From an optimization exercise on the open Yosys and OpenROAD flow, aimed at small area and a short achievable clock period; shortcuts taken in it are not production practice.
Function was checked by simulation only, so behaviour that the tests miss may differ from the original.

### config.mk
export PLATFORM = sky130hd
export DESIGN_NAME = cast_unit
export DESIGN_NICKNAME = cast_unit
export VERILOG_FILES = /design/flow/design.v
export SDC_FILE = /design/flow/constraint.sdc
export NUM_CORES = 4
export LEC_CHECK = 0
export CAP_MARGIN = 20
export CORE_MARGIN = 2
export CORE_UTILIZATION = 55
export CTS_CLUSTER_DIAMETER = 150
export CTS_CLUSTER_SIZE = 25
export SLEW_MARGIN = 20
### constraint.sdc
create_clock -name core_clock -period 24.0 [get_ports {clk}]
set_input_delay 4.8000 -clock core_clock [delete_from_list [all_inputs] [get_ports {clk}]]
set_output_delay 4.8000 -clock core_clock [all_outputs]
set_load 0.01 [all_outputs]
### design.v
module cast_unit_add32 (
    input  wire [31:0] a,
    input  wire [30:0] b,
    output wire [31:0] s
);
    wire [31:0]  bb = {b, 1'b0};
    wire [191:0] g, p;
    assign g[31:0] = a & bb;
    assign p[31:0] = a ^ bb;
    genvar l, i;
    generate
        for (l = 0; l < 5; l = l + 1) begin : lv
            for (i = 0; i < 32; i = i + 1) begin : bt
                if ((i >> l) & 1) begin : n
                    localparam integer J = ((i >> l) << l) - 1;
                    assign g[(l+1)*32+i] = g[l*32+i] | (p[l*32+i] & g[l*32+J]);
                    assign p[(l+1)*32+i] = p[l*32+i] & p[l*32+J];
                end else begin : w
                    assign g[(l+1)*32+i] = g[l*32+i];
                    assign p[(l+1)*32+i] = p[l*32+i];
                end
            end
        end
    endgenerate
    assign s = p[31:0] ^ {g[190:160], 1'b0};
endmodule
module cast_unit_cout32 (
    input  wire [31:0] a,
    input  wire [31:0] b,
    output wire        co
);
    wire [63:0] g, p;
    assign g[31:0] = a & b;
    assign p[31:0] = a ^ b;
    genvar i;
    generate
        for (i = 0; i < 16; i = i + 1) begin : l1
            assign g[32+i] = g[2*i+1] | (p[2*i+1] & g[2*i]);
            assign p[32+i] = p[2*i+1] & p[2*i];
        end
        for (i = 0; i < 8; i = i + 1) begin : l2
            assign g[48+i] = g[32+2*i+1] | (p[32+2*i+1] & g[32+2*i]);
            assign p[48+i] = p[32+2*i+1] & p[32+2*i];
        end
        for (i = 0; i < 4; i = i + 1) begin : l3
            assign g[56+i] = g[48+2*i+1] | (p[48+2*i+1] & g[48+2*i]);
            assign p[56+i] = p[48+2*i+1] & p[48+2*i];
        end
        for (i = 0; i < 2; i = i + 1) begin : l4
            assign g[60+i] = g[56+2*i+1] | (p[56+2*i+1] & g[56+2*i]);
            assign p[60+i] = p[56+2*i+1] & p[56+2*i];
        end
    endgenerate
    assign g[63:62] = 2'b00;
    assign p[63:62] = 2'b00;
    assign co = g[61] | (p[61] & g[60]);
endmodule
module cast_unit_round #(parameter [31:0] KN = 32'd0) (
    input  wire [31:0] cs,
    input  wire [30:0] cc,
    input  wire [31:0] y,
    output wire [31:0] ao,
    output wire [31:0] yo,
    output wire [31:0] cso,
    output wire [30:0] cco
);
    wire [31:0] xa;
    cast_unit_add32 add (.a(cs), .b(cc), .s(xa));
    assign yo  = {y[19:0], y[31:20]} ^ xa;
    assign ao  = {xa[11:0], xa[31:12]};
    assign cso = ao ^ KN;
    wire [31:0] ccw = (KN & (ao | yo)) | (~KN & ~ao & yo);
    assign cco = ccw[30:0];
endmodule
module cast_unit (
    input  wire        clk,
    input  wire        rst,
    input  wire        in_valid,
    input  wire [5:0]  in_src_fmt,
    input  wire [5:0]  in_dst_fmt,
    input  wire [1:0]  in_round,
    input  wire        in_ovf,
    input  wire [31:0] in_code,
    input  wire [63:0] in_seed,
    input  wire [15:0] in_tag,
    input  wire [47:0] in_idx,
    output reg         out_valid,
    output reg  [31:0] out_code,
    output reg         out_sat,
    output reg         out_nan,
    output reg         out_err
);
    localparam [31:0] K1 = 32'h9E37_79B9, K2 = 32'h3C6E_F372,
                      K3 = 32'hDAA6_6D2B, K4 = 32'h78DD_E6E4;
    reg        a_valid;
    reg [5:0]  a_src, a_dst;
    reg [1:0]  a_rnd;
    reg        a_ovf;
    reg [31:0] a_code;
    reg [31:0] a_x, a_y;
    always @(posedge clk) begin
        if (rst)
            a_valid <= 1'b0;
        else
            a_valid <= in_valid;
        a_src  <= in_src_fmt;
        a_dst  <= in_dst_fmt;
        a_rnd  <= in_round;
        a_ovf  <= in_ovf;
        a_code <= in_code;
        a_x    <= in_idx[31:0] ^ in_seed[31:0];
        a_y    <= {in_tag, in_idx[47:32]} ^ in_seed[63:32];
    end
    wire [31:0] cs1  = a_x ^ a_y ^ K1;
    wire [31:0] cc1w = (a_x & a_y) | (a_x & K1) | (a_y & K1);
    wire [31:0] a1, y1, cs2, a2, y2, cs3_u;
    wire [30:0] cc2, cc3_u;
    cast_unit_round #(.KN(K2)) rd1 (.cs(cs1), .cc(cc1w[30:0]), .y(a_y), .ao(a1), .yo(y1), .cso(cs2), .cco(cc2));
    cast_unit_round #(.KN(K3)) rd2 (.cs(cs2), .cc(cc2), .y(y1), .ao(a2), .yo(y2), .cso(cs3_u), .cco(cc3_u));
    wire [5:0]  sf = a_src;
    wire [31:0] c  = a_code;
    wire sF32 = (sf == 6'h01), sB16 = (sf == 6'h02), sF16 = (sf == 6'h03);
    wire sE43 = (sf == 6'h04), sE52 = (sf == 6'h05), sE32 = (sf == 6'h06);
    wire sE23 = (sf == 6'h07), sE21 = (sf == 6'h08);
    wire sI32 = (sf == 6'h10), sI16 = (sf == 6'h11), sI8  = (sf == 6'h12);
    wire sU8  = (sf == 6'h13), sI4  = (sf == 6'h14), sU4  = (sf == 6'h15);
    wire sI3  = (sf == 6'h16), sI2  = (sf == 6'h17), sTN  = (sf == 6'h18);
    wire sMK  = (sf == 6'h19);
    wire s_fl = sF32 | sB16 | sF16 | sE43 | sE52 | sE32 | sE23 | sE21;
    wire s_in = sI32 | sI16 | sI8 | sU8 | sI4 | sU4 | sI3 | sI2 | sTN | sMK;
    wire        f_sg = (sF32 & c[31]) | ((sB16 | sF16) & c[15]) | ((sE43 | sE52) & c[7]) |
                       ((sE32 | sE23) & c[5]) | (sE21 & c[3]);
    wire [7:0]  f_ef = ({8{sF32}} & c[30:23]) | ({8{sB16}} & c[14:7]) |
                       ({8{sF16}} & {3'd0, c[14:10]}) | ({8{sE43}} & {4'd0, c[6:3]}) |
                       ({8{sE52}} & {3'd0, c[6:2]}) | ({8{sE32}} & {5'd0, c[4:2]}) |
                       ({8{sE23}} & {6'd0, c[4:3]}) | ({8{sE21}} & {6'd0, c[2:1]});
    wire [22:0] f_mf = ({23{sF32}} & c[22:0]) | ({23{sB16}} & {c[6:0], 16'd0}) |
                       ({23{sF16}} & {c[9:0], 13'd0}) | ({23{sE43 | sE23}} & {c[2:0], 20'd0}) |
                       ({23{sE52 | sE32}} & {c[1:0], 21'd0}) | ({23{sE21}} & {c[0], 22'd0});
    wire        f_efmax = (sF32 & (&c[30:23])) | (sB16 & (&c[14:7])) | (sF16 & (&c[14:10])) |
                          (sE43 & (&c[6:3])) | (sE52 & (&c[6:2]));
    wire        f_hasinf = sF32 | sB16 | sF16 | sE52;
    wire        f_efz  = (f_ef == 8'd0);
    wire        f_mz   = (f_mf == 23'd0);
    wire        fl_inf = f_hasinf & f_efmax & f_mz;
    wire        fl_nan = (f_hasinf & f_efmax & ~f_mz) | (sE43 & f_efmax & (&c[2:0]));
    wire [7:0]  e_f32 = {c[30:24], c[23] | ~(|c[30:23])} - 8'd127;
    wire [7:0]  e_b16 = {c[14:8],  c[7]  | ~(|c[14:7])}  - 8'd127;
    wire [7:0]  e_f16 = {3'd0, c[14:11], c[10] | ~(|c[14:10])} - 8'd15;
    wire [7:0]  e_e43 = {4'd0, c[6:4], c[3] | ~(|c[6:3])} - 8'd7;
    wire [7:0]  e_e52 = {3'd0, c[6:3], c[2] | ~(|c[6:2])} - 8'd15;
    wire [7:0]  e_e32 = {5'd0, c[4:3], c[2] | ~(|c[4:2])} - 8'd3;
    wire [7:0]  e_e23 = {6'd0, c[4], c[3] | ~(|c[4:3])} - 8'd1;
    wire [7:0]  e_e21 = {6'd0, c[2], c[1] | ~(|c[2:1])} - 8'd1;
    wire [7:0]  f_e   = ({8{sF32}} & e_f32) | ({8{sB16}} & e_b16) | ({8{sF16}} & e_f16) |
                        ({8{sE43}} & e_e43) | ({8{sE52}} & e_e52) | ({8{sE32}} & e_e32) |
                        ({8{sE23}} & e_e23) | ({8{sE21}} & e_e21);
    wire        tern_n = (c[1:0] == 2'd0), tern_p = (c[1:0] == 2'd2);
    wire        i_neg  = (sI32 & c[31]) | (sI16 & c[15]) | (sI8 & c[7]) | (sI4 & c[3]) |
                         (sI3 & c[2]) | (sI2 & c[1]) | (sTN & tern_n);
    wire [31:0] por;
    cast_unit_por por_i (.v(c), .o(por));
    wire [31:0] m_i32 = c ^ ({32{c[31]}} & por);
    wire [15:0] m_i16 = c[15:0] ^ ({16{c[15]}} & por[15:0]);
    wire [7:0]  m_i8  = c[7:0] ^ ({8{c[7]}} & por[7:0]);
    wire [3:0]  m_i4  = c[3:0] ^ ({4{c[3]}} & por[3:0]);
    wire [2:0]  m_i3  = c[2:0] ^ ({3{c[2]}} & por[2:0]);
    wire [1:0]  m_i2  = c[1:0] ^ ({2{c[1]}} & por[1:0]);
    wire [31:0] i_mag = ({32{sI32}} & m_i32) | ({32{sI16}} & {16'd0, m_i16}) |
                        ({32{sI8}} & {24'd0, m_i8}) | ({32{sU8}} & {24'd0, c[7:0]}) |
                        ({32{sI4}} & {28'd0, m_i4}) | ({32{sU4}} & {28'd0, c[3:0]}) |
                        ({32{sI3}} & {29'd0, m_i3}) | ({32{sI2}} & {30'd0, m_i2}) |
                        ({32{sTN}} & {31'd0, tern_n | tern_p}) | ({32{sMK}} & {31'd0, c[0]});
    wire [7:0]  e31s = s_fl ? f_e : 8'd31;
    wire [31:0] f_in = s_fl ? {~f_efz, f_mf, 8'd0} : i_mag;
    wire [4:0] lz;
    cast_unit_lzc lzc (.v(f_in), .n(lz));
    wire signed [9:0] e31 = {{2{e31s[7]}}, e31s};
    wire dF32 = (a_dst == 6'h01), dB16 = (a_dst == 6'h02), dF16 = (a_dst == 6'h03);
    wire dE43 = (a_dst == 6'h04), dE52 = (a_dst == 6'h05), dE32 = (a_dst == 6'h06);
    wire dE23 = (a_dst == 6'h07), dE21 = (a_dst == 6'h08);
    wire d_fl = dF32 | dB16 | dF16 | dE43 | dE52 | dE32 | dE23 | dE21;
    wire [5:0] d_cm   = ({6{dF32}} & 6'd31) | ({6{dB16}} & 6'd47) | ({6{dF16}} & 6'd44) |
                        ({6{dE43 | dE23}} & 6'd51) | ({6{dE52 | dE32}} & 6'd52) | ({6{dE21}} & 6'd53);
    wire [6:0] d_bm   = ({7{dF32 | dB16}} & 7'd126) | ({7{dF16 | dE52}} & 7'd14) |
                        ({7{dE43}} & 7'd6) | ({7{dE32}} & 7'd2);
    wire signed [9:0] eb   = e31 + $signed({3'd0, d_bm});
    wire              sub  = d_fl & ($signed({5'd0, lz}) > eb);
    wire signed [9:0] t_i  = $signed(10'd54) - e31;
    wire signed [9:0] t_f  = $signed({4'd0, d_cm}) - (sub ? eb : $signed({5'd0, lz}));
    wire signed [9:0] t0   = d_fl ? t_f : t_i;
    wire [6:0]        t    = t0[9] ? 7'd0 : (t0 > 10'sd70) ? 7'd127 : t0[6:0];
    wire signed [9:0] lg   = e31 - $signed({5'd0, lz});
    wire              big  = ~d_fl & (lg > $signed(10'd31));
    wire signed [9:0] ebx  = eb - $signed({5'd0, lz}) + $signed(10'd1);    
    wire d_ok = (a_dst[5:3] == 3'b010) | (a_dst == 6'h18) | (a_dst == 6'h19) |
                ((a_dst[5:4] == 2'b00) & (a_dst[3:0] != 4'd0) & (a_dst[3:0] <= 4'd8));
    reg        p_valid;
    reg [31:0] p_fin;
    reg [6:0]  p_t;          
    reg        p_sub, p_big;
    reg [7:0]  p_ebx;
    reg        p_sgn, p_nan, p_inf, p_zero, p_err;
    reg [5:0]  p_dst;
    reg [1:0]  p_rnd;
    reg        p_ovf;
    reg [31:0] p_a, p_y;
    always @(posedge clk) begin
        if (rst)
            p_valid <= 1'b0;
        else
            p_valid <= a_valid;
        p_fin  <= f_in;
        p_t    <= t;
        p_sub  <= sub;
        p_big  <= big;
        p_ebx  <= ebx[7:0];
        p_sgn  <= s_fl ? f_sg : i_neg;
        p_nan  <= s_fl & fl_nan;
        p_inf  <= s_fl & fl_inf;
        p_zero <= ~(|f_in);
        p_err  <= ~(s_fl | s_in) | ~d_ok | (a_rnd == 2'd3);
        p_dst  <= a_dst;
        p_rnd  <= a_rnd;
        p_ovf  <= a_ovf;
        p_a    <= a2;
        p_y    <= y2;
    end
    wire [31:0] cs3  = p_a ^ K3;
    wire [31:0] cc3w = (K3 & (p_a | p_y)) | (~K3 & ~p_a & p_y);
    wire [31:0] a3, y3, cs4, a4, y4, cs5_u;
    wire [30:0] cc4, cc5_u;
    cast_unit_round #(.KN(K4)) rd3 (.cs(cs3), .cc(cc3w[30:0]), .y(p_y), .ao(a3), .yo(y3), .cso(cs4), .cco(cc4));
    cast_unit_round #(.KN(32'd0)) rd4 (.cs(cs4), .cc(cc4), .y(y3), .ao(a4), .yo(y4), .cso(cs5_u), .cco(cc5_u));
    wire [31:0] ev = ~a4 & y4;
    wire [31:0] e2 = {ev[30:0], 1'b0};
    wire        c16;
    cast_unit_cout32 co_l (.a({a4[15:0], 16'd0}), .b({e2[15:0], 16'd0}), .co(c16));
    wire [31:0]       f_v = p_fin;
    wire [4:0] p_tz;
    cast_unit_lzc tzc (.v({f_v[0], f_v[1], f_v[2], f_v[3], f_v[4], f_v[5], f_v[6], f_v[7],
                           f_v[8], f_v[9], f_v[10], f_v[11], f_v[12], f_v[13], f_v[14], f_v[15],
                           f_v[16], f_v[17], f_v[18], f_v[19], f_v[20], f_v[21], f_v[22], f_v[23],
                           f_v[24], f_v[25], f_v[26], f_v[27], f_v[28], f_v[29], f_v[30], f_v[31]}),
                       .n(p_tz));
    wire [47:0]       u;
    cast_unit_shr shr (.v(f_v), .t(p_t), .u(u));
    wire              lost = ({2'b0, p_tz} + 7'd39 < p_t);
    wire gF32 = (p_dst == 6'h01), gB16 = (p_dst == 6'h02), gF16 = (p_dst == 6'h03);
    wire gE43 = (p_dst == 6'h04), gE52 = (p_dst == 6'h05), gE32 = (p_dst == 6'h06);
    wire gE23 = (p_dst == 6'h07), gE21 = (p_dst == 6'h08);
    wire gI32 = (p_dst == 6'h10), gI16 = (p_dst == 6'h11), gI8  = (p_dst == 6'h12);
    wire gU8  = (p_dst == 6'h13), gI4  = (p_dst == 6'h14), gU4  = (p_dst == 6'h15);
    wire gI3  = (p_dst == 6'h16), gI2  = (p_dst == 6'h17), gTN  = (p_dst == 6'h18);
    wire g_fl = gF32 | gB16 | gF16 | gE43 | gE52 | gE32 | gE23 | gE21;
    wire [7:0]  g_ex  = p_sub ? 8'd0 : p_ebx;
    wire [31:0] g_m   = u[47:16];
    wire [31:0] g_fmag = ({32{gF32}} & {1'b0, g_ex, g_m[22:0]}) | ({32{gB16}} & {16'd0, 1'b0, g_ex, g_m[6:0]}) |
                        ({32{gF16}} & {13'd0, 1'b0, g_ex, g_m[9:0]}) | ({32{gE43 | gE23}} & {20'd0, 1'b0, g_ex, g_m[2:0]}) |
                        ({32{gE52 | gE32}} & {21'd0, 1'b0, g_ex, g_m[1:0]}) | ({32{gE21}} & {22'd0, 1'b0, g_ex, g_m[0]});
    wire [31:0] g_mag = g_fl ? g_fmag : g_m;
    wire [31:0] g_lim = ({32{gF32}} & 32'h7F7F_FFFF) | ({32{gB16}} & 32'h7F7F) | ({32{gF16}} & 32'h7BFF) |
                      ({32{gE43}} & 32'h7E) | ({32{gE52}} & 32'h7B) | ({32{gE32 | gE23}} & 32'h1F) |
                      ({32{gE21}} & 32'h7) |
                      ({32{gI32}} & {p_sgn, {31{~p_sgn}}}) | ({32{gI16}} & {16'd0, p_sgn, {15{~p_sgn}}}) |
                      ({32{gI8}} & {24'd0, p_sgn, {7{~p_sgn}}}) | ({32{gU8}} & {24'd0, {8{~p_sgn}}}) |
                      ({32{gI4}} & {28'd0, p_sgn, {3{~p_sgn}}}) | ({32{gU4}} & {28'd0, {4{~p_sgn}}}) |
                      ({32{gI3}} & {29'd0, p_sgn, {2{~p_sgn}}}) | ({32{gI2}} & {30'd0, p_sgn, ~p_sgn}) |
                      ({32{gTN}} & 32'd1);
    wire        g_gt   = p_big | (g_mag > g_lim);
    wire        g_eq   = ~p_big & (g_mag == g_lim);
    wire        rne_up = (p_rnd == 2'd0) & u[15] & ((|u[14:0]) | lost | u[16]);
    reg        q_valid;
    reg [31:0] q_mag;
    reg [15:0] q_f16, q_ah, q_eh;
    reg        q_c16;
    reg        q_gt, q_eq, q_rneup, q_sr, q_rtz;
    reg        q_sgn, q_err, q_nan, q_inf, q_zero, q_ovf;
    reg [5:0]  q_dst;
    always @(posedge clk) begin
        if (rst)
            q_valid <= 1'b0;
        else
            q_valid <= p_valid;
        q_mag  <= g_mag;
        q_f16  <= u[15:0];
        q_ah   <= a4[31:16];
        q_eh   <= e2[31:16];
        q_c16  <= c16;
        q_gt   <= g_gt;
        q_eq   <= g_eq;
        q_rneup <= rne_up;
        q_sr   <= (p_rnd == 2'd2);
        q_rtz  <= (p_rnd == 2'd1);
        q_sgn  <= p_sgn;
        q_err  <= p_err;
        q_nan  <= p_nan;
        q_inf  <= p_inf;
        q_zero <= p_zero;
        q_ovf  <= p_ovf;
        q_dst  <= p_dst;
    end
    wire [15:0] ts = q_ah ^ q_eh ^ q_f16;
    wire [15:0] tc = (q_ah & q_eh) | (q_ah & q_f16) | (q_eh & q_f16);
    wire        c_s, c_t;
    cast_unit_cout32 co_s (.a({q_ah, 1'b1, 15'd0}), .b({q_eh, q_c16, 15'd0}), .co(c_s));
    cast_unit_cout32 co_t (.a({ts, 1'b1, 15'd0}), .b({tc[14:0], 1'b0, q_c16, 15'd0}), .co(c_t));
    wire        sr_up = c_s ? (tc[15] & c_t) : (tc[15] ^ c_t);
    wire        up     = q_rneup | (q_sr & sr_up);
    wire eF32 = (q_dst == 6'h01), eB16 = (q_dst == 6'h02), eF16 = (q_dst == 6'h03);
    wire eE43 = (q_dst == 6'h04), eE52 = (q_dst == 6'h05), eE32 = (q_dst == 6'h06);
    wire eE23 = (q_dst == 6'h07), eE21 = (q_dst == 6'h08);
    wire eI32 = (q_dst == 6'h10), eI16 = (q_dst == 6'h11), eI8  = (q_dst == 6'h12);
    wire eU8  = (q_dst == 6'h13), eI4  = (q_dst == 6'h14), eU4  = (q_dst == 6'h15);
    wire eI3  = (q_dst == 6'h16), eI2  = (q_dst == 6'h17), eTN  = (q_dst == 6'h18);
    wire eMK  = (q_dst == 6'h19);
    wire e_fl = eF32 | eB16 | eF16 | eE43 | eE52 | eE32 | eE23 | eE21;
    wire        neg  = q_sgn & ~e_fl;
    wire [31:0] ma   = q_mag ^ {32{neg}};
    wire [31:0] pand;                            
    assign pand[0] = 1'b1;
    genvar gi;
    generate
        for (gi = 1; gi < 32; gi = gi + 1) begin : pa
            assign pand[gi] = pand[gi-1] & ma[gi-1];
        end
    endgenerate
    wire [31:0] sbit = {q_sgn & eF32, 15'd0, q_sgn & (eB16 | eF16), 7'd0, q_sgn & (eE43 | eE52), 1'b0,
                        q_sgn & (eE32 | eE23), 1'b0, q_sgn & eE21, 3'd0};
    wire [31:0] wmask = ({32{eI32}} & 32'hFFFF_FFFF) | ({32{eI16}} & 32'hFFFF) | ({32{eI8 | eU8}} & 32'hFF) |
                        ({32{eI4 | eU4}} & 32'hF) | ({32{eI3}} & 32'h7) | ({32{eI2}} & 32'h3);
    wire        inf_ok = q_ovf & ~q_rtz;
    wire [31:0] lim = ({32{eF32}} & 32'h7F7F_FFFF) | ({32{eB16}} & 32'h7F7F) | ({32{eF16}} & 32'h7BFF) |
                      ({32{eE43}} & 32'h7E) | ({32{eE52}} & 32'h7B) | ({32{eE32 | eE23}} & 32'h1F) |
                      ({32{eE21}} & 32'h7) |
                      ({32{eI32}} & {q_sgn, {31{~q_sgn}}}) | ({32{eI16}} & {16'd0, q_sgn, {15{~q_sgn}}}) |
                      ({32{eI8}} & {24'd0, q_sgn, {7{~q_sgn}}}) | ({32{eU8}} & {24'd0, {8{~q_sgn}}}) |
                      ({32{eI4}} & {28'd0, q_sgn, {3{~q_sgn}}}) | ({32{eU4}} & {28'd0, {4{~q_sgn}}}) |
                      ({32{eI3}} & {29'd0, q_sgn, {2{~q_sgn}}}) | ({32{eI2}} & {30'd0, q_sgn, ~q_sgn}) |
                      ({32{eTN}} & 32'd1);
    reg [31:0]  ovf_code;
    always @* begin
        ovf_code = sbit | lim;
        if (inf_ok & eF32) ovf_code = sbit | 32'h7F80_0000;
        if (inf_ok & eB16) ovf_code = sbit | 32'h7F80;
        if (inf_ok & eF16) ovf_code = sbit | 32'h7C00;
        if (inf_ok & eE52) ovf_code = sbit | 32'h7C;
        if (inf_ok & eE43) ovf_code = sbit | 32'h7F;
        if (~e_fl) ovf_code = lim;
        if (eTN) ovf_code = q_sgn ? 32'd0 : 32'd2;
    end
    wire [31:0] rc;
    wire        rs;
    cast_unit_pick pk (.err(q_err), .mask(eMK), .nan(q_nan), .inf(q_inf), .zero(q_zero), .fl(e_fl), .tern(eTN),
                       .sgn(q_sgn), .over(q_gt | (q_eq & up)), .res(ma ^ ({32{up ^ neg}} & pand)), .r1(q_mag[0] | up),
                       .sbit(sbit), .wmask(wmask), .ovf_code(ovf_code), .code(rc), .sat(rs));
    wire [31:0] nan_code = ({32{eF32}} & 32'h7FC0_0000) | ({32{eB16}} & 32'h7FC0) | ({32{eF16}} & 32'h7E00) |
                           ({32{eE43}} & 32'h7F) | ({32{eE52}} & 32'h7E) | ({32{eTN}} & 32'd1);
    always @(posedge clk) begin
        if (rst)
            out_valid <= 1'b0;
        else
            out_valid <= q_valid;
        out_code <= (~q_err & ~eMK & q_nan) ? nan_code : rc;
        out_sat  <= rs;
        out_nan  <= q_nan & ~q_err;
        out_err  <= q_err;
    end
endmodule
module cast_unit_pick (
    input  wire        err, mask, nan, inf, zero, fl, tern, sgn, over,
    input  wire [31:0] res,
    input  wire        r1,
    input  wire [31:0] sbit, wmask, ovf_code,
    output reg  [31:0] code,
    output reg         sat
);
    always @* begin
        code = 32'd0;
        sat  = 1'b0;
        if (err) begin
            code = 32'd0;
        end else if (mask) begin
            code = {31'd0, ~zero};
        end else if (nan) begin
            code = 32'd0;
        end else if (inf) begin
            code = ovf_code;
            sat  = 1'b1;
        end else if (zero) begin
            code = fl ? sbit : {31'd0, tern};
        end else if (over) begin
            code = ovf_code;
            sat  = 1'b1;
        end else if (fl) begin
            code = sbit | res;
        end else if (tern) begin
            code = r1 ? (sgn ? 32'd0 : 32'd2) : 32'd1;
        end else begin
            code = res & wmask;
        end
    end
endmodule
module cast_unit_por (
    input  wire [31:0] v,
    output wire [31:0] o
);
    wire [191:0] q;
    assign q[31:0] = v;
    genvar l, i;
    generate
        for (l = 0; l < 5; l = l + 1) begin : lv
            for (i = 0; i < 32; i = i + 1) begin : bt
                if ((i >> l) & 1) begin : n
                    localparam integer J = ((i >> l) << l) - 1;
                    assign q[(l+1)*32+i] = q[l*32+i] | q[l*32+J];
                end else begin : w
                    assign q[(l+1)*32+i] = q[l*32+i];
                end
            end
        end
    endgenerate
    assign o = {q[190:160], 1'b0};
endmodule
module cast_unit_shr (
    input  wire [31:0] v,
    input  wire [6:0]  t,
    output wire [47:0] u
);
    wire [31:0]  w0 = v;
    wire [32:0]  w1;
    wire [34:0]  w2;
    wire [38:0]  w3;
    wire [46:0]  w4;
    wire [62:0]  w5;
    wire [94:0]  w6;
    wire [158:0] w7;
    genvar k;
    generate
        for (k = 0; k < 33; k = k + 1) begin : s0
            wire hi = (k     <= 31) ? w0[(k     <= 31) ? k     : 0] : 1'b0;    
            wire lo = (k - 1 >= 0)  ? w0[(k - 1 >= 0)  ? k - 1 : 0] : 1'b0;    
            assign w1[k] = t[0] ? hi : lo;
        end
        for (k = 0; k < 35; k = k + 1) begin : s1
            wire hi = (k     <= 32) ? w1[(k     <= 32) ? k     : 0] : 1'b0;
            wire lo = (k - 2 >= 0)  ? w1[(k - 2 >= 0)  ? k - 2 : 0] : 1'b0;
            assign w2[k] = t[1] ? hi : lo;
        end
        for (k = 0; k < 39; k = k + 1) begin : s2
            wire hi = (k     <= 34) ? w2[(k     <= 34) ? k     : 0] : 1'b0;
            wire lo = (k - 4 >= 0)  ? w2[(k - 4 >= 0)  ? k - 4 : 0] : 1'b0;
            assign w3[k] = t[2] ? hi : lo;
        end
        for (k = 0; k < 47; k = k + 1) begin : s3
            wire hi = (k     <= 38) ? w3[(k     <= 38) ? k     : 0] : 1'b0;
            wire lo = (k - 8 >= 0)  ? w3[(k - 8 >= 0)  ? k - 8 : 0] : 1'b0;
            assign w4[k] = t[3] ? hi : lo;
        end
        for (k = 0; k < 63; k = k + 1) begin : s4
            wire hi = (k     <= 46) ? w4[(k     <= 46) ? k     : 0] : 1'b0;
            wire lo = (k - 16 >= 0) ? w4[(k - 16 >= 0) ? k - 16 : 0] : 1'b0;
            assign w5[k] = t[4] ? hi : lo;
        end
        for (k = 0; k < 95; k = k + 1) begin : s5
            wire hi = (k     <= 62) ? w5[(k     <= 62) ? k     : 0] : 1'b0;
            wire lo = (k - 32 >= 0) ? w5[(k - 32 >= 0) ? k - 32 : 0] : 1'b0;
            assign w6[k] = t[5] ? hi : lo;
        end
        for (k = 0; k < 159; k = k + 1) begin : s6
            wire hi = (k     <= 94) ? w6[(k     <= 94) ? k     : 0] : 1'b0;
            wire lo = (k - 64 >= 0) ? w6[(k - 64 >= 0) ? k - 64 : 0] : 1'b0;
            assign w7[k] = t[6] ? hi : lo;
        end
    endgenerate
    assign u = w7[135:88];
endmodule
module cast_unit_lzc (
    input  wire [31:0] v,
    output wire [4:0]  n
);
    wire [15:0] a1;
    wire [15:0] n1;
    genvar i;
    generate
        for (i = 0; i < 16; i = i + 1) begin : l1
            assign a1[i] = v[2*i+1] | v[2*i];
            assign n1[i] = ~v[2*i+1];
        end
    endgenerate
    wire [7:0] a2; wire [15:0] n2;
    generate
        for (i = 0; i < 8; i = i + 1) begin : l2
            assign a2[i] = a1[2*i+1] | a1[2*i];
            assign n2[2*i+1:2*i] = a1[2*i+1] ? {1'b0, n1[2*i+1]} : {1'b1, n1[2*i]};
        end
    endgenerate
    wire [3:0] a3; wire [11:0] n3;
    generate
        for (i = 0; i < 4; i = i + 1) begin : l3
            assign a3[i] = a2[2*i+1] | a2[2*i];
            assign n3[3*i+2:3*i] = a2[2*i+1] ? {1'b0, n2[4*i+3:4*i+2]} : {1'b1, n2[4*i+1:4*i]};
        end
    endgenerate
    wire [1:0] a4; wire [7:0] n4;
    generate
        for (i = 0; i < 2; i = i + 1) begin : l4
            assign a4[i] = a3[2*i+1] | a3[2*i];
            assign n4[4*i+3:4*i] = a3[2*i+1] ? {1'b0, n3[6*i+5:6*i+3]} : {1'b1, n3[6*i+2:6*i]};
        end
    endgenerate
    assign n = a4[1] ? {1'b0, n4[7:4]} : {1'b1, n4[3:0]};
endmodule
### flow/run.sh
#!/bin/bash
# Own flow: the standard layout (standard.sh) with a different logic
# mapping step in synthesis; floorplan, placement, CTS and routing are the
# standard flow's, at the design's clock period and constraints.
#  - synthesis is ORFS synth.tcl run through synth_recipe.tcl as usual, except
#    that abc maps with flow/abc.script (area mapping under a delay target)
#    instead of abc_speed.script, and full/half-adder cells are not extracted
#    (ADDER_MAP_FILE empty). Registers are inferred before abc, so they are the
#    standard synthesis's.
#  - ABC_CLOCK_PERIOD_IN_PS is the delay target handed to abc's sizing.
#  - SETUP_SLACK_MARGIN=18.0: timing repair aims for that much setup slack
#  - port buffers are sky130_fd_sc_hd__buf_2 (one per input and output port)
# make's output goes to make.log here; each ORFS step logs under orfs/logs.
set -euo pipefail
W=$PWD
sed 's|  log_cmd abc {\*}$abc_args|  set abc_args [lreplace $abc_args 1 1 '"$W"'/flow/abc.script]\n  log_cmd abc {*}$abc_args|' "$FLOW_HOME/scripts/synth.tcl" > "$W/flow_synth.tcl"
grep -q "flow/abc.script" "$W/flow_synth.tcl"
sed "s|\$::env(SCRIPTS_DIR)/synth.tcl|$W/flow_synth.tcl|" "$W/synth_recipe.tcl" > "$W/flow_synth_recipe.tcl"
grep -q flow_synth.tcl "$W/flow_synth_recipe.tcl"
sed "s|SYNTH_SCRIPT=[^ ]*|SYNTH_SCRIPT=$W/flow_synth_recipe.tcl|" "$W/standard.sh" > "$W/flow_standard.sh"
grep -q flow_synth_recipe.tcl "$W/flow_standard.sh"
bash "$W/flow_standard.sh" ADDER_MAP_FILE= ABC_CLOCK_PERIOD_IN_PS=3800 SETUP_SLACK_MARGIN=18.0 "BUFFER_PORTS_ARGS=-buffer_cell sky130_fd_sc_hd__buf_2" finish > "$W/make.log" 2>&1
### flow/abc.script
strash
dch -f
map -D 3800
topo
stime -c
buffer -c
upsize -c
dnsize -c
### standard.sh
#!/bin/bash
# synth_recipe.tcl (not shown) runs the flow's synth.tcl, then flattens the netlist and writes it again
# the make line also repeats each setting of config.mk as NAME=value (left out here)
make -C /OpenROAD-flow-scripts/flow DESIGN_CONFIG=/design/flow/config.mk WORK_HOME=/design/flow/orfs CLKGATE_MAP_FILE= SYNTH_SCRIPT=/design/flow/synth_recipe.tcl "${@:-finish}"
==> run summary <==
status=no timing/DRC/antenna violations; I/O Buffers=213; sequential cell area fraction in the yosys report=0.272; drt first pass iters=6; drt first-iter violations=2701; Max Buffers Root-to-Sink=3; drt total wl=82.1 mm; relative slew slack=0.351; share of layout cells above drive strength 1=0.0907; Slew @ Worst Pin=966 ps; fin crit share=0.241; total global routing overflow=0; I/O Pins=214; final net count=4732; Detail Placement HPWL=68.2 mm; adder-cell share of the synthesized area=0.00109; combinational family with the most area after synthesis=simple AND/OR/NAND/NOR gates; worst reg-to-reg path cell count=35; setup skew after layout=21.4 ps; Cells on Worst Hold Path=0; diode count=0; final std cells w/o fill=5227; final core utilization=0.600; Max Freq=173 MHz; # fillers=5041; Antenna Nets Post-Route=0; CTS tree=built; Gate Count Post-Synth=4375; DP Area=0.0293 mm^2; final setup vio count=0; TNS Setup=0 ps; worst-path maximum fanout=1; worst setup path class=flip-flop to primary output; synthesized area=0.0276 mm^2; Clock Tree Root=clkbuf_16; Initial Utilization=0.554; Simple-Gate Fraction of Synth Area=0.316; FFs w/ async S/R, synth=0; CP Cell Sequence=buf_2; worst hold path type=flip-flop to flip-flop; largest net degree at the start of global routing=64; worst hold start=p_nan; CTS H-tree depth=1; EDFF count, synth=0; post-synthesis mux area share=0.000726; GRT Total Usage=0.307; clock-pin slew on the worst setup and hold paths=90 ps; final hold vios=0; setup slack, reg-to-reg=18490 ps; max incr delay on CP=310 ps; DRC=0; worst path bufs/invs=1; Core Region=0.0498 mm^2; vias in the first global route=25.5k; total CTS buffers=19; die area=0.0519 mm^2; Hold EP=q_nan; vias post-DR=28.2k; first-pass GRT wire length=131 mm; Max-Cap Viols=0; post-layout minimum cycle time=5780 ps; reg-to-reg endpoint=p_t[3]; placed cells=5200; Sink Count=375; Die W=228 um; Die Span Y=228 um; initial antenna violation count=2; average via count per standard cell=5.39; RR Startpoint=a_code[5]; Layout area overhead=8.41%; post-synthesis xor/xnor area fraction=0.116; Critical Path AT=980 ps; post-synthesis cell type count=90; std cell rows=82; synth warn=2; clock latency on the worst-skew pair=550 ps; Synth Net Count=4553; Yosys reg bits=375; Worst setup SP type=flip-flop; RSZ-0062 raised after global routing=no; Synth Area in Compound Gates=0.190; Critical Path RT=19200 ps; wire per inst=15.7 um; fin area=0.0299 mm^2; Synth Flop Type=dfxtp_1; CP max-delay cell=dfxtp_1; Mapped Avg Cell Area=6.30 um^2; Worst setup EP type=primary output; Final GP Congestion=1.03; max-slew violation count=0; CP top delay family=flip-flops
==> metrics by stage <==
step / worst slack (ps) / hold slack, ps
after detailed placement: 18210 / 314
after floorplan: 18870 / 310
after global placement: 18250 / 312
final: 18220 / 334
after global routing: 17980 / 333
after CTS: 18160 / 328
==> layout make-up <==
| cell class | instances | area, um^2 | area share |
|---|---|---|---|
| Tap cell | 672 | 841 | 0.0281 |
| Clock inverter | 3 | 30.0 | 0.00101 |
| Multi-Input combinational cell | 3245 | 17300 | 0.578 |
| Timing Repair inverter | 1 | 5.00 | 0.000168 |
| Clock buffer | 19 | 475 | 0.0159 |
| Inverter | 683 | 2570 | 0.0860 |
| Sequential cell | 375 | 7510 | 0.251 |
| Timing Repair Buffer | 229 | 1190 | 0.0397 |
==> kinds of logic (layout without fill, tap and decap cells) <==
group,count (synthesis),count (layout)
adder cells (fa/ha/maj),3,3
AND/OR/NAND/NOR,2038,2038
XOR/XNOR,342,342
multiplexers,2,2
flip-flops,375,375
buffers and inverters,755,935
AO/OA/AOI/OAI,860,860
==> cell usage in the layout (no fill, tap or decap), types with 36 or more instances in the layout <==
| cell | instances |
|---|---|
| xor2_1 | 253 |
| nand2_1 | 777 |
| o21ai_0 | 274 |
| nand4_1 | 42 |
| xnor2_1 | 71 |
| nor2_1 | 791 |
| dfxtp_1 | 373 |
| buf_2 | 213 |
| o22ai_1 | 36 |
| a21oi_1 | 240 |
| a31oi_1 | 63 |
| nor3_1 | 97 |
| nand3_1 | 157 |
| inv_1 | 661 |
==> flip-flops by register name (all words and copies together) (netlist names), 32 cells and up <==
register,flops
a_x,32
p_fin,32
p_a,32
q_mag,32
out_code,32
a_y,32
a_code,32
p_y,32
==> layer usage <==
| metal | GRT usage | vias to the layer above | wire length [um] |
|---|---|---|---|
| li1 | - | 14483 | - |
| met1 | 0.436 | 12349 | 37900 |
| met2 | 0.495 | 1140 | 35400 |
| met3 | 0.0265 | 187 | 5980 |
| met4 | 0.0935 | 2 | 2820 |
| met5 | 0 | - | 13 |
==> how the worst max path moves through the flow <==
stage	cells past startpoint	start	endpoint	slack (ps)
floorplan	0	out_code[0]	out_code[0]	18870
detailed placement	33	a_src[1]	p_t[5]	18210
global route	36	a_src[3]	p_t[3]	17980
finish	1	out_valid	out_valid	18220
CTS	33	a_src[1]	p_t[3]	18160
global placement	33	a_src[1]	p_t[2]	18250
==> timing repair <==
| action | CTS | global route |
|---|---|---|
| endpoints found under the hold margin | 0 | 0 |
| setup endpoints to repair | 0 | 8 |
| hold buffers | 0 | 0 |
| resized for setup | 0 | 25 |
| setup buffers | 0 | 4 |
==> synthesized netlist by cell type (5+ instances only) <==
library cell | n | share of area
nor2_1 | 794 | 0.11
xor2_1 | 255 | 0.081
or2_1 | 14 | 0.0032
and2_1 | 25 | 0.0057
nand4_1 | 42 | 0.0095
o32ai_1 | 7 | 0.0022
inv_2 | 13 | 0.0018
nand2_1 | 777 | 0.11
a21oi_2 | 13 | 0.0041
a221oi_1 | 9 | 0.0029
a211oi_1 | 14 | 0.0038
or2_2 | 27 | 0.0061
o21ai_0 | 275 | 0.050
nand3_2 | 9 | 0.0033
o211ai_1 | 19 | 0.0052
xnor2_1 | 71 | 0.023
o21ai_2 | 7 | 0.0022
a2111oi_0 | 11 | 0.0035
clkinv_1 | 7 | 0.00095
a21oi_1 | 240 | 0.044
dfxtp_1 | 375 | 0.27
nor2_4 | 10 | 0.0041
nor3_1 | 97 | 0.018
clkbuf_1 | 49 | 0.0067
buf_1 | 12 | 0.0016
o21ai_1 | 27 | 0.0049
nand3_1 | 158 | 0.029
xnor3_1 | 10 | 0.0082
buf_2 | 7 | 0.0013
a22oi_1 | 25 | 0.0068
o2111ai_1 | 9 | 0.0029
o221ai_1 | 12 | 0.0038
o21bai_1 | 7 | 0.0019
inv_1 | 663 | 0.090
nor4_1 | 20 | 0.0045
o21a_1 | 19 | 0.0052
and3_1 | 10 | 0.0023
nor2_2 | 15 | 0.0034
o22ai_1 | 36 | 0.0082
nand3b_1 | 5 | 0.0014
nand2_2 | 12 | 0.0027
o31ai_1 | 14 | 0.0038
a31oi_1 | 65 | 0.015

-- re-timing with driven ports --
Ports are ideal in the flow. The routed layout listed here was re-timed in OpenROAD. Step 1 assumes that a clkbuf_16 drives the clock port and a buf_2 every other input. Step 2 moves the port delays by t, midway between the first and last clock arrival at a register: inputs arrive t later, outputs are due t later. That takes back most of the time a late clock gives input paths. a / b / c = ideal ports / drivers / drivers and shift; a / b = the first two.
t (ns): 0.601
setup WS [ns]: 18.224 / 18.163 / 18.490
worst register clock-pin slew, ns: 0.10 / 0.10
worst slew at a driven data input, ns: 0.06
cell pins on the clock port's net: 1
After both steps setup and hold are still met in this run. The setup slack of this run moves by -0.061 ns with the drivers and by +0.266 ns with both steps.
